Source: an optimization exercise on an open RTL-to-GDS flow (aim: small area, a short achievable clock period and few clock cycles per item). Production flows keep margins and buffers that such runs may drop.
RTL that was checked went through simulation tests only; none was proved equivalent to the original.
Only the layout flow was run in run 1; the RTL was not checked for function there.

==> flow/design.v (outline; a module is shown in full before it is edited, if it fits) <==
// module ring_locator: 881 lines
module ring_locator (
    input  wire         clk,
    input  wire         rst,
    input  wire         req_valid,
    output wire         req_ready,
    input  wire [31:0]  seed,
    input  wire [4:0]   n,
    input  wire [4:0]   k,
    input  wire [1:0]   m,
    input  wire [1:0]   s,
    input  wire [23:0]  displ,
    input  wire [119:0] dorder,
    input  wire [39:0]  rba,
    output wire         resp_valid,
    input  wire         resp_ready,
    output wire [19:0]  loc_mem,
    output wire [3:0]   loc_has,
    output wire [159:0] loc_mlba
);
  // ...
==> flow/run.sh <==
#!/bin/bash
# synth_recipe.tcl (not shown) runs the flow's synth.tcl, then flattens the netlist and writes it again
# the make line also repeats each setting of config.mk as NAME=value (left out here)
make -C /OpenROAD-flow-scripts/flow DESIGN_CONFIG=/design/flow/config.mk WORK_HOME=/design/flow/orfs CLKGATE_MAP_FILE= SYNTH_SCRIPT=/design/flow/synth_recipe.tcl finish
==> flow/config.mk <==
export PLATFORM = sky130hd
export DESIGN_NAME = ring_locator
export DESIGN_NICKNAME = ring_locator
export VERILOG_FILES = /design/flow/design.v
export SDC_FILE = /design/flow/constraint.sdc
export NUM_CORES = 4
export LEC_CHECK = 0
export CAP_MARGIN = 20
export CORE_MARGIN = 2
export CORE_UTILIZATION = 40
export SETUP_SLACK_MARGIN = 5
export SLEW_MARGIN = 20
==> flow/constraint.sdc <==
create_clock -name core_clock -period 10.0 [get_ports {clk}]
set_input_delay 2.0000 -clock core_clock [delete_from_list [all_inputs] [get_ports {clk}]]
set_output_delay 2.0000 -clock core_clock [all_outputs]
set_load 0.01 [all_outputs]
==> results.json, run 1 <==
{
  "crit_family": "simple AND/OR/NAND/NOR gates",
  "place_inst": 7445,
  "drive_gt1_frac": 0.1293,
  "grtUsageMet1": 0.3851,
  "outcome": "complete, no violations",
  "cts.path.max_buffers": 3,
  "crit_end": "pr[3][2]",
  "post-cts-setup-buffers": 93,
  "numCtsBuffers": 66,
  "synthesis.area_sq_mm": 0.05201,
  "min_path_type": "flop to flop",
  "grtUsageMet2": 0.4607,
  "finalSetupTns_ns": 0,
  "first_global_vias": 43850,
  "vias": 45380,
  "yosysWarnings": 3,
  "cp_slowest_cell": "or4_4",
  "synth_nets": 6341,
  "fp.coreArea_sq_mm": 0.1293,
  "r2r_cells": 9,
  "crit_required_ns": 10.36,
  "synthAdderAreaFrac": 0.1722,
  "rsz0062_at_grt": "yes",
  "drt_first_pass_iters": 9,
  "clock_cell_area_share": 0.03579,
  "synth_top_family_by_area": "adder cells",
  "critPathLaunchType": "primary input",
  "initial_core_util": 0.4022,
  "seqCellArea_sq_mm": 0.01486,
  "largest_register_ffs": 120
}
==> run 2, diff against run 1 <==
--- a/flow/design.v
+++ b/flow/design.v
@@ -23,17 +23,19 @@
                      P_SHUF  = 3'd3,
                      P_FIN   = 3'd4,
                      P_ACC   = 3'd5;
     reg  [2:0] phase;
     reg  [3:0] cnt;
     reg        rv;                       
     reg  [3:0] pend;                     
     wire adv = !rv || resp_ready;
-    assign req_ready  = (phase == P_ACC) && (pend == 4'd0);
+    reg  nd_zero;
+    wire acc_now = ((phase == P_ACC) && (pend == 4'd0)) || ((phase == P_FIN) && hc && nd_zero);
+    assign req_ready  = acc_now;
     assign resp_valid = rv;
     function [31:0] xs;
         input [31:0] v;
         reg   [31:0] t;
         begin
             t  = v ^ (v << 13);
             t  = t ^ (t >> 17);
             xs = t ^ (t << 5);
@@ -176,25 +178,23 @@
         4'd2:    key_dig = key_p[11:8];
         4'd1:    key_dig = key_p[7:4];
         default: key_dig = key_p[3:0];
         endcase
     end
     wire dig_eq = (pd == key_dig);
     wire hit = pmatch && dig_eq && ring_same;
     reg  [4:0] qf;                       
-    reg        v1, v2, v3;
-    reg  [4:0] m1, m2, m3;               
+    reg        v1, v2;
+    reg  [4:0] m1, m2;                   
     reg  [24:0] mh;                      
     reg  [8:0] c1r0, c1r1, c1r2, c1r3;   
     reg  [8:0] m12;                      
     reg  [6:0] s2;                       
-    reg  [6:0] m3x;                      
-    reg  [4:0] sw_a;                     
-    reg  [4:0] sw_pos;                   
+    reg  [6:0] m2x3;                     
     wire [31:0] st_x5 = (st == 32'd0) ? xs(xs(xs(xs(xs(32'h6D2B79F5)))))
                                       : xs(xs(xs(xs(xs(st)))));
     wire [24:0] me = mh;
     wire rs_1 = st[0];
     wire rs_2 = st[2] & (me[3]);
     wire rs_3 = st[3] & (me[5] | me[7]);
     wire rs_4 = st[4] & (me[3] | me[5] | me[9] | me[11] | me[13] | me[15]);
     wire rs_5 = st[5] & (me[9] | me[17] | me[19] | me[21] | me[23]);
@@ -594,52 +594,50 @@
     wire [8:0] rs2_b = {rs_392, rs_390, rs_388, rs_386, rs_384, rs_382, rs_380, 1'b0, c1r3[0]};
     wire [8:0] s2s = rs2_a + rs2_b;
     wire [9:0] d16 = {1'b0, s2s} - {1'b0, m1, 4'd0};
     wire [9:0] d12 = {1'b0, s2s} - {1'b0, m12};
     wire [9:0] d8  = {1'b0, s2s} - {2'b0, m1, 3'd0};
     wire [9:0] d4  = {1'b0, s2s} - {3'b0, m1, 2'd0};
     wire [6:0] s2n = !d16[9] ? d16[6:0] : !d12[9] ? d12[6:0] :
                      !d8[9]  ? d8[6:0]  : !d4[9]  ? d4[6:0]  : s2s[6:0];
-    wire [7:0] e3 = {1'b0, s2} - {1'b0, m3x};
-    wire [7:0] e2 = {1'b0, s2} - {2'b0, m2, 1'b0};
-    wire [7:0] e1 = {1'b0, s2} - {3'b0, m2};
-    wire [4:0] j_n = !e3[7] ? e3[4:0] : !e2[7] ? e2[4:0] : !e1[7] ? e1[4:0] : s2[4:0];
-    wire [4:0] a_n = m2 + ~j_n;              
-    wire [4:0] p_n = (a_n == 5'd0) ? 5'd0 : 5'd24 - a_n;
+    wire [7:0] u0 = {3'b0, m2}       + {1'b1, ~s2};
+    wire [7:0] u1 = {2'b0, m2, 1'b0} + {1'b1, ~s2};
+    wire [7:0] u2 = {1'b0, m2x3}     + {1'b1, ~s2};
+    wire [7:0] u3 = {1'b0, m2, 2'b0} + {1'b1, ~s2};
+    wire [4:0] sw_a = !u0[7] ? u0[4:0] : !u1[7] ? u1[4:0] : !u2[7] ? u2[4:0] : u3[4:0];
     reg        hc;                       
     wire [4:0] kp1 = kreg + 5'd1;
     wire [4:0] kp2 = kreg + 5'd2;
     function [4:0] posof;                
         input [4:0] ci;
         reg   [5:0] ps;
         begin
             ps    = {1'b0, rb} + {1'b0, ci};
             posof = (ps >= {1'b0, dreg}) ? ps[4:0] - dreg : ps[4:0];
         end
     endfunction
-    wire [4:0] rowp [0:23];
-    genvar gr;
-    generate
-        for (gr = 0; gr < 24; gr = gr + 1) begin : g_rowp
-            assign rowp[gr] = rowu[(gr == 0) ? 0 : 24 - gr];
+    function [4:0] physof;
+        input [4:0] t;
+        begin
+            physof = (t == 5'd0) ? 5'd0 : 5'd24 - t;
         end
-    endgenerate
-    reg  [4:0] pr [0:3];
+    endfunction
+    reg  [4:0] pr [0:3];                 
     wire [4:0] dm1 = dreg - 5'd1;
-    function [4:0] incm;                 
-        input [4:0] p;
+    wire [4:0] e_last = 5'd25 - dreg;    
+    function [4:0] incm;
+        input [4:0] e;
         begin
-            incm = (p == dm1) ? 5'd0 : p + 5'd1;
+            incm = (e == e_last) ? 5'd0 : (e == 5'd0) ? 5'd23 : e - 5'd1;
         end
     endfunction
-    wire [4:0] addr_a = (phase == P_SHUF) ? sw_pos : pr[{hc, 1'b0}];
-    wire [4:0] addr_b = pr[{hc, 1'b1}];
-    wire [4:0] code_a = rowp[addr_a];
-    wire [4:0] code_b = rowp[addr_b];
+    wire [4:0] code_a = rowu[pr[{hc, 1'b0}]];
+    wire [4:0] code_b = rowu[pr[{hc, 1'b1}]];
+    wire [4:0] code_s = rowu[sw_a];      
     wire [4:0] nm1    = key_n - 5'd1;
     wire [4:0] mem_a  = nm1 - code_a;
     wire [4:0] mem_b  = nm1 - code_b;
     wire t1_in = (s != 2'd0);
     wire t2_in = (s == 2'd2);
     wire t1_ok = t1_in && !displ[top1];
     wire t2_ok = t2_in && !displ[top2];
     reg  [4:0] b0;                       
@@ -699,52 +697,49 @@
         c1r0   <= rsr_0;                  
         c1r1   <= rsr_1;
         c1r2   <= rsr_2;
         c1r3   <= rsr_3;
         m1     <= qf + 5'd1;
         m12    <= {qf + 5'd1, 3'd0} + {1'b0, qf + 5'd1, 2'd0};
         s2     <= s2n;                   
         m2     <= m1;
-        m3x    <= {2'b0, m1} + {1'b0, m1, 1'b0};
-        sw_a   <= a_n;                   
-        sw_pos <= p_n;
-        m3     <= m2;
+        m2x3   <= {2'b0, m1} + {1'b0, m1, 1'b0};
         r2h <= rh;                       
         lt  <= lt_n;
         b0  <= t2_ok ? top2 : top1;
         nb1 <= t1_ok || t2_ok;
         nb2 <= t1_ok && t2_ok;
     end
     always @(posedge clk) begin
         if (rst) begin
             phase   <= P_START;
             rv      <= 1'b0;
             cvalid  <= 1'b0;
             lastv   <= 1'b0;
             v1      <= 1'b0;
             v2      <= 1'b0;
-            v3      <= 1'b0;
             pend    <= 4'd0;
             r2v     <= 1'b0;
             cnt     <= 4'd0;
         end else begin
             if (rv && resp_ready)
                 rv <= 1'b0;
             begin
                 case (phase)
                 P_START: begin
                     hc <= 1'b0;
+                    nd_zero <= ((displ & ~(24'hFFFFFF << n)) == 24'd0);
                     if (req_valid && adv) begin
                         if (fast) begin
                             if (x_inc) begin
                                 ra <= c_wrap ? 4'd0 : ra + 4'd1;
                                 if (c_wrap) begin
                                     rb    <= rb + 5'd1;
-                                    pr[0] <= rb + 5'd1;
+                                    pr[0] <= 5'd23 - rb;     
                                     pr[1] <= incm(pr[1]);
                                     pr[2] <= incm(pr[2]);
                                     pr[3] <= incm(pr[3]);
                                 end else
                                     pr[0] <= incm(pr[0]);
                             end
                             phase <= P_FIN;
                         end else begin
@@ -790,20 +785,20 @@
                     case (cnt)
                     4'd2: key_p[11:8] <= pd;
                     4'd1: key_p[7:4]  <= pd;
                     4'd0: key_p[3:0]  <= pd;
                     default: ;
                     endcase
                     cnt <= cnt - 4'd1;
                     if (cnt == 4'd0) begin
-                        pr[0] <= posof({1'b0, ra});
-                        pr[1] <= posof(kreg);
-                        pr[2] <= posof(kp1);
-                        pr[3] <= posof(kp2);
+                        pr[0] <= physof(posof({1'b0, ra}));
+                        pr[1] <= physof(posof(kreg));
+                        pr[2] <= physof(posof(kp1));
+                        pr[3] <= physof(posof(kp2));
                         phase <= hit ? P_FIN : P_SEED;
                     end
                 end
                 P_SEED: begin
                     st       <= st_x5;
                     mh       <= 25'd1 << n;
                     key_seed <= seed;
                     key_n    <= n;
@@ -816,42 +811,47 @@
                 P_SHUF: begin
                     v1 <= (qf != 5'd0);
                     if (qf != 5'd0) begin
                         st  <= xs(st);
                         mh  <= {1'b0, mh[24:1]};
                         qf  <= qf - 5'd1;
                     end
                     v2 <= v1;
-                    v3 <= v2;
-                    if (v3) begin
+                    if (v2) begin
                         for (ti = 0; ti < 23; ti = ti + 1)
                             rowu[ti] <= (sw_a == ti + 1) ? rowu[0] : rowu[ti+1];
-                        rowu[23] <= code_a;
-                        if (m3 == key_n - 5'd1)  top1 <= nm1 - rowu[23];
-                        if (m3 == key_n - 5'd2)  top2 <= nm1 - rowu[23];
-                        if (m3 == 5'd2) begin
+                        rowu[23] <= code_s;
+                        if (m2 == key_n - 5'd1)  top1 <= nm1 - rowu[23];
+                        if (m2 == key_n - 5'd2)  top2 <= nm1 - rowu[23];
+                        if (m2 == 5'd2) begin
                             cvalid <= 1'b1;
                             v1     <= 1'b0;
                             v2     <= 1'b0;
-                            v3     <= 1'b0;
                             phase  <= P_FIN;
                         end
                     end
                 end
                 P_FIN: begin
                     o_mem[{hc, 1'b0}] <= mem_a;
                     o_has[{hc, 1'b0}] <= !displ[mem_a];
                     o_cy[{hc, 1'b0}]  <= lo_sum[{hc, 1'b0}][5];
                     o_mem[{hc, 1'b1}] <= mem_b;
                     o_has[{hc, 1'b1}] <= !displ[mem_b];
                     o_cy[{hc, 1'b1}]  <= lo_sum[{hc, 1'b1}][5];
                     hc <= 1'b1;
                     if (hc)
                         phase <= P_ACC;
+                    if (hc && nd_zero && req_valid) begin
+                        rv    <= 1'b1;
+                        o_blk <= rba[3:0];
+                        x_old <= x;
+                        lastv <= 1'b1;
+                        phase <= P_START;
+                    end
                 end
                 P_ACC: begin
                     if (req_valid && pend == 4'd0) begin
                         rv    <= 1'b1;
                         o_blk <= rba[3:0];
                         x_old <= x;
                         lastv <= 1'b1;
                         phase <= P_START;
==> flow/config.mk (replaced) <==
export PLATFORM = sky130hd
export DESIGN_NAME = ring_locator
export DESIGN_NICKNAME = ring_locator
export VERILOG_FILES = /design/flow/design.v
export SDC_FILE = /design/flow/constraint.sdc
export NUM_CORES = 4
export LEC_CHECK = 0
export CAP_MARGIN = 20
export CORE_MARGIN = 2
export CORE_UTILIZATION = 60
export SETUP_SLACK_MARGIN = 5
export SLEW_MARGIN = 20
==> results.json, run 2 <==
{
  "outcome": "complete, no violations",
  "crit_top_cell": "nand2_1",
  "synth.avg_cell_area_sq_um": 9.468,
  "largest_register_ffs": 120,
  "antenna_found_initial": 9,
  "fp.coreArea_sq_mm": 0.08702,
  "finalSetupTns_ns": 0,
  "synth_edf_count": 412,
  "synthTopCellsByArea": "edfxtp_1 23%, ha_1 11%, xnor2_1 8.2%",
  "top_register": "rowu",
  "setup_viol": 0,
  "crit_path_max_incr_delay_ns": 0.55,
  "drive_gt1_frac": 0.1446,
  "cts.sink_count": 521,
  "root_buffer": "clkbuf_16",
  "syn2layout_area_growth_pct": 20.83,
  "synth_top_area_cell": "edfxtp_1",
  "cp_slowest_cell": "nor3_1",
  "drt_first_pass_iters": 7,
  "wire_per_inst_um": 27.06,
  "async_reset_ff_frac": 0,
  "post-route-min-period_ns": 5.261,
  "first_global_vias": 46700,
  "finalNetCount": 6916,
  "fin_skew_ns": 0.03723,
  "synthesis.area_sq_mm": 0.05280,
  "dp_slack_ns": 3.190,
  "crit_start": "pw[7]",
  "reg.largest.list": "rowu: 120 flops, pw: 36 flops, x_old: 36 flops",
  "drc": 0,
  "fillers": 6328,
  "slew-limit-headroom": 0.2027,
  "r2r_cells": 18,
  "fin_ws_ns": 4.739,
  "io_buffers": 419,
  "arrival_ns": 3.26,
  "r2r_slack_ns": 5.04,
  "yosysUniqueCellTypes": 95,
  "yosys.cell_count.top_type": "xnor2_1",
  "fin_crit_sh": 0.5261,
  "crit_required_ns": 8.00,
  "min_path_type": "flop to flop",
  "yosys.area.top_type_share": 0.2343,
  "cts_tree": "built",
  "ys_ff_latch": 521,
  "rr_endpoint": "o_has[2]",
  "layout_commonest_cell": "xnor2_1",
  "crit_chain": "and2_4 > and3_2 > nand2_1 > nor3_1 > nand2_1 > nor2_1 > xor2_1 > clkdlybuf4s50_1",
  "dieArea_sq_mm": 0.09039,
  "worstMarginPinSlew_ns": 1.196,
  "grt_max_degree": 79,
  "grt_overflow": 0,
  "gp_congestion": 1.066,
  "slew_viol_final": 0,
  "final_cell_mix": "477 x xnor2_1, 463 x nand2_1, 412 x edfxtp_1",
  "hpwl_um": 141400,
  "synth_ff_type": "edfxtp_1",
  "vias": 48360,
  "synth_nets": 6431,
  "grt_usage": 0.4160,
  "max_cap_violations": 0,
  "rows": 108,
  "r2r-start": "hc",
  "drt_iter0_drc": 6384,
  "crit_type": "flop to output pin",
  "synth_common_cells": "496 x xnor2_1, 477 x nand2_1, 449 x ha_1",
  "ys_seq_area_frac": 0.2756,
  "finalWirelength_um": 196800,
  "ant_nets": 0,
  "io_pins": 420,
  "rsz0062_at_grt": "yes",
  "clock_latency_ns": 0.69,
  "finalHoldViolations": 0,
  "numCtsBuffers": 61,
  "die_width_um": 300.7,
  "grt_pass1_wl_um": 286800,
  "crit_end": "loc_mlba[148]",
  "initial_core_util": 0.6068,
  "chipHeight_um": 300.7,
  "avgViaCountPerCell": 6.651,
  "yosysWarnings": 3,
  "path_max_fanout": 8,
  "fmax_mhz": 190.1,
  "critPathLaunchType": "flop",
  "netlist_instances": 5577,
  "path_clk_slew_ns": 0.06,
  "crit_path_end_kind": "output pin",
  "cts.path.max_buffers": 3,
  "h-tree-depth": 2
}
-- run 2: cell types whose count changed in the layout (fill, tap and decap cells not counted), moves of 18 or more --
cell      before  now
a21o_1       129   99
a221oi_1      20   44
a22o_1        29   54
a22oi_1       62   99
a32oi_1       32    8
nand3_1      152  119
nor2_1       310  328
nor3_1        64   84
o31ai_1       37   19
xnor2_1      507  477
-- run 2: how the worst min path moves through the flow --
| stage | startpoint | end | cells after the start |
|---|---|---|---|
| floorplan | m1[1] | m2[1] | 0 |
| global placement | m1[2] | m2[2] | 0 |
| detailed placement | m1[2] | m2[2] | 0 |
| CTS | m1[2] | m2[2] | 0 |
| global route | m1[2] | m2[2] | 0 |
| finish | m1[2] | m2[2] | 0 |
-- run 2: kinds of logic (layout without fill, tap and decap cells) --
logic type | Yosys count | after routing | synth area share
flops | 521 | 521 | 0.2756
mux | 227 | 227 | 0.05753
fa+ha+maj | 622 | 622 | 0.1716
xor+xnor | 821 | 821 | 0.1529
compound gates | 1152 | 1152 | 0.1486
other cells | 0 | 3 | 0
buf+inv | 669 | 1206 | 0.05012
simple gates | 1565 | 1565 | 0.1437
-- run 2: through the flow --
stage / utilization / cell area (sq um) / std cells / hold slack [ns]
floorplan: - / 53320 / 5577 / 0.3713
global placement: 0.6742 / 58680 / 6972 / 0.3812
detailed placement: 0.6743 / 58680 / 6973 / 0.3880
CTS: 0.7160 / 62310 / 7178 / 0.3962
global route: 0.7331 / 63800 / 7271 / 0.3992
finish: 0.7332 / 63800 / 7272 / 0.3971
-- run 2: timing repair --
action,CTS,global route
pin swaps,27,48
hold buffers,0,0
buffers inserted,89,88
gates cloned,1,3
gates resized for setup,280,212
setup endpoints to repair,277,267
-- run 2: area by class of cell --
class                           count  area [sq um]  area share
Multi-Input combinational cell   4387         37730      0.5914
Sequential cell                   521         14560      0.2281
Timing Repair Buffer              698          6412      0.1005
Clock buffer                       71          1668     0.02614
Inverter                          393          1493     0.02340
Tap cell                         1155          1445     0.02265
Clock inverter                     44         489.2    0.007668
Antenna cell                        3         7.507   0.0001177
-- run 2: worst max-delay path, delay by kind of cell (launching register included) --
kind,cells,cell delay (ns)
AND/OR/NAND/NOR,6,1.52
buffers and inverters,1,0.55
flip-flops,1,0.37
XOR/XNOR,1,0.15
-- run 2: routing by layer --
layer  track usage  part of all wire  vias up
met4        0.1990             0.061       10
met2        0.6491              0.44     3380
li1              -                 -    20980
met1        0.5396              0.37    23140
met5             0           0.00029        -
met3        0.1091              0.12      848
Testbench counts of run 2, summed over its fixed seeds: cycles 57,328, items 3,072.
==> run 3, diff against run 2 <==
--- a/flow/config.mk
+++ b/flow/config.mk
@@ -8,5 +8,5 @@
 export CAP_MARGIN = 20
 export CORE_MARGIN = 2
-export CORE_UTILIZATION = 60
+export CORE_UTILIZATION = 40
 export SETUP_SLACK_MARGIN = 5
 export SLEW_MARGIN = 20
==> results.json, run 3 <==
{
  "slew-limit-headroom": 0.2025,
  "crit_path_end_kind": "output pin",
  "synth_ff_type": "edfxtp_1",
  "top_register": "rowu",
  "gp_congestion": 1.005,
  "cts.sink_count": 521,
  "drive_gt1_frac": 0.1396,
  "crit_required_ns": 8.00,
  "rr_endpoint": "o_has[0]",
  "chipHeight_um": 367.3,
  "drc": 0,
  "clock_latency_ns": 0.70,
  "io_buffers": 419,
  "rsz0062_at_grt": "yes",
  "reg.largest.list": "rowu: 120 flops, pw: 36 flops, x_old: 36 flops",
  "numCtsBuffers": 67,
  "async_reset_ff_frac": 0,
  "holdWs_ns": 0.4023,
  "yosysUniqueCellTypes": 95,
  "setup_viol": 0,
  "die_width_um": 367.3,
  "synthTopCellsByArea": "edfxtp_1 23%, ha_1 11%, xnor2_1 8.2%",
  "grt_max_degree": 72,
  "synth_edf_count": 412,
  "io_pins": 420,
  "final_cell_mix": "485 x xnor2_1, 465 x nand2_1, 412 x edfxtp_1",
  "avgViaCountPerCell": 5.934,
  "finalSetupTns_ns": 0,
  "arrival_ns": 2.96,
  "h-tree-depth": 3,
  "finalWirelength_um": 203800,
  "fmax_mhz": 201.5,
  "initial_core_util": 0.4022,
  "netlist_instances": 5577,
  "grtUsageMet3": 0.07229,
  "cts.path.max_buffers": 3,
  "grt.busiest_layer": "met2",
  "synth_common_cells": "496 x xnor2_1, 477 x nand2_1, 449 x ha_1",
  "outcome": "complete, no violations",
  "crit_end": "req_ready",
  "syn2layout_area_growth_pct": 21.91,
  "crit_type": "flop to output pin",
  "ys_ff_latch": 521,
  "fin_crit_sh": 0.4962,
  "r2r_cells": 16,
  "vias": 46700,
  "fin_skew_ns": 0.03132,
  "critPathLaunchType": "flop",
  "cts_tree": "built",
  "first_global_vias": 45810,
  "max_cap_violations": 0,
  "drt_first_pass_iters": 9,
  "synthesis.area_sq_mm": 0.05280,
  "drt_iter0_drc": 4538,
  "yosys.area.top_type_share": 0.2343,
  "worstMarginPinSlew_ns": 1.192,
  "fp.coreArea_sq_mm": 0.1313,
  "finalHoldViolations": 0,
  "slew_viol_final": 0,
  "dieArea_sq_mm": 0.1349,
  "min_path_type": "flop to flop",
  "synth_top_area_cell": "edfxtp_1",
  "layout_commonest_cell": "xnor2_1",
  "r2r-start": "hc",
  "antenna_found_initial": 9,
  "rows": 133,
  "path_clk_slew_ns": 0.06,
  "path_max_fanout": 8,
  "grt_overflow": 0,
  "yosysWarnings": 3,
  "grtUsageMet1": 0.3839,
  "grt_usage": 0.2923,
  "finalNetCount": 6912,
  "hpwl_um": 151900,
  "yosys.cell_count.top_type": "xnor2_1",
  "ys_seq_area_frac": 0.2756,
  "synth_nets": 6431,
  "grt_pass1_wl_um": 299100,
  "post-route-min-period_ns": 4.962,
  "synth.avg_cell_area_sq_um": 9.468,
  "crit_start": "phase[0]",
  "r2r_slack_ns": 5.07,
  "wire_per_inst_um": 25.90,
  "ant_nets": 0,
  "largest_register_ffs": 120,
  "root_buffer": "clkbuf_16",
  "grtUsageMet2": 0.4540
}
-- run 3: cell types whose count changed in the layout (fill, tap and decap cells not counted), moves of 7 or more --
cell            change
nor2_1              +7
dlygate4sd2_1       +7
clkbuf_1           +13
xnor2_2             -7
xnor2_1             +8
buf_2              +13
buf_4              -10
dlymetal6s2s_1     -17
nor2_2              -8
clkinvlp_4          -9
-- run 3: repair_timing --
action	4_1_cts	5_1_grt
endpoints found under the setup margin	294	284
cloned	1	5
buffers inserted	93	64
resized for setup	294	207
hold buffers	0	0
pin swaps	21	48
-- run 3: cell families (layout without fill, tap and decap cells) --
kind of cell             Yosys count  after routing  share of synthesized area
AND/OR/NAND/NOR                 1565           1565                     0.1437
AO/OA/AOI/OAI                   1152           1152                     0.1486
XOR/XNOR                         821            821                     0.1529
buffers and inverters            669           1202                    0.05012
adder cells (fa/ha/maj)          622            622                     0.1716
flip-flops                       521            521                     0.2756
multiplexers                     227            227                    0.05753
other                              0              4                          0
-- run 3: area by class of cell --
type,count,area (sq um)
fillers,12140,66920
multi-input cells,4387,37580
flip-flops and latches,521,14560
repair buffers,688,6292
well taps,1755,2196
clock buffers,88,1805
inverters,393,1485
clock inverters,33,451.7
diodes,4,10.01
-- run 3: metal layers --
layer	vias to the layer above	routed length, um
met2	2466	89860
met5	-	146
met1	22630	83850
met3	587	20120
li1	21000	-
met4	18	9835
-- run 3: through the flow --
stage          setup slack (ns)  instance area, sq um  utilization  cells
3_3_place_gp              3.181                 59500       0.4531   7579
3_5_place_dp              3.047                 59510       0.4533   7581
4_1_cts                   4.957                 63180       0.4812   7796
6_report                  5.038                 64370       0.4903   7869
2_1_floorplan             4.601                 53320            -   5577
5_1_grt                   4.954                 64360       0.4902   7865
-- run 3: worst min-delay path by stage --
| stage | from | slack, ns | cells past startpoint | endpoint |
|---|---|---|---|---|
| floorplan | m1[1] | 0.37 | 0 | m2[1] |
| global placement | m1[1] | 0.39 | 0 | m2[1] |
| detailed placement | m1[2] | 0.39 | 0 | m2[2] |
| CTS | m1[2] | 0.40 | 0 | m2[2] |
| global route | m1[1] | 0.42 | 0 | m2[1] |
| finish | m1[2] | 0.40 | 0 | m2[2] |
-- run 3: worst max-delay path, cell delays in order, from the launching register on --
cell	delay, ns
dfxtp_2	0.31
inv_1	0.49
and3_1	0.43
a32o_1	0.40
clkdlybuf4s50_1	0.62

-- what the ideal ports hide --
Ports are ideal in the flow. The routed layouts listed here were re-timed in OpenROAD.
Step 1 (the two cells are an assumption about what drives the block):
set clk [get_ports {clk}]
set_driving_cell -lib_cell sky130_fd_sc_hd__clkbuf_16 $clk
set_driving_cell -lib_cell sky130_fd_sc_hd__buf_2 [delete_from_list [all_inputs] $clk]
Step 2 adds t to the input delays and takes it off the output delays; t is the mean of the earliest and latest rising clock arrival at the registers after step 1. Input paths then give back, and output paths get back, about the clock's delay inside the block.
a / b / c = ideal ports / drivers / drivers and shift; a / b = the first two.
run | shift t [ns] | setup WS [ns] | hold slack, ns
run 1 | 0.723 | 5.012 / 4.967 / 4.329 | 0.371 / 0.371 / 0.371
run 2 | 0.746 | 4.739 / 4.664 / 4.329 | 0.397 / 0.397 / 0.397
run 3 | 0.764 | 5.038 / 4.957 / 4.307 | 0.402 / 0.402 / 0.402
After both steps setup and hold are still met in every run listed. For run 3, which loses most, drivers alone change the setup slack by -0.081 ns; drivers and shift together by -0.731 ns.
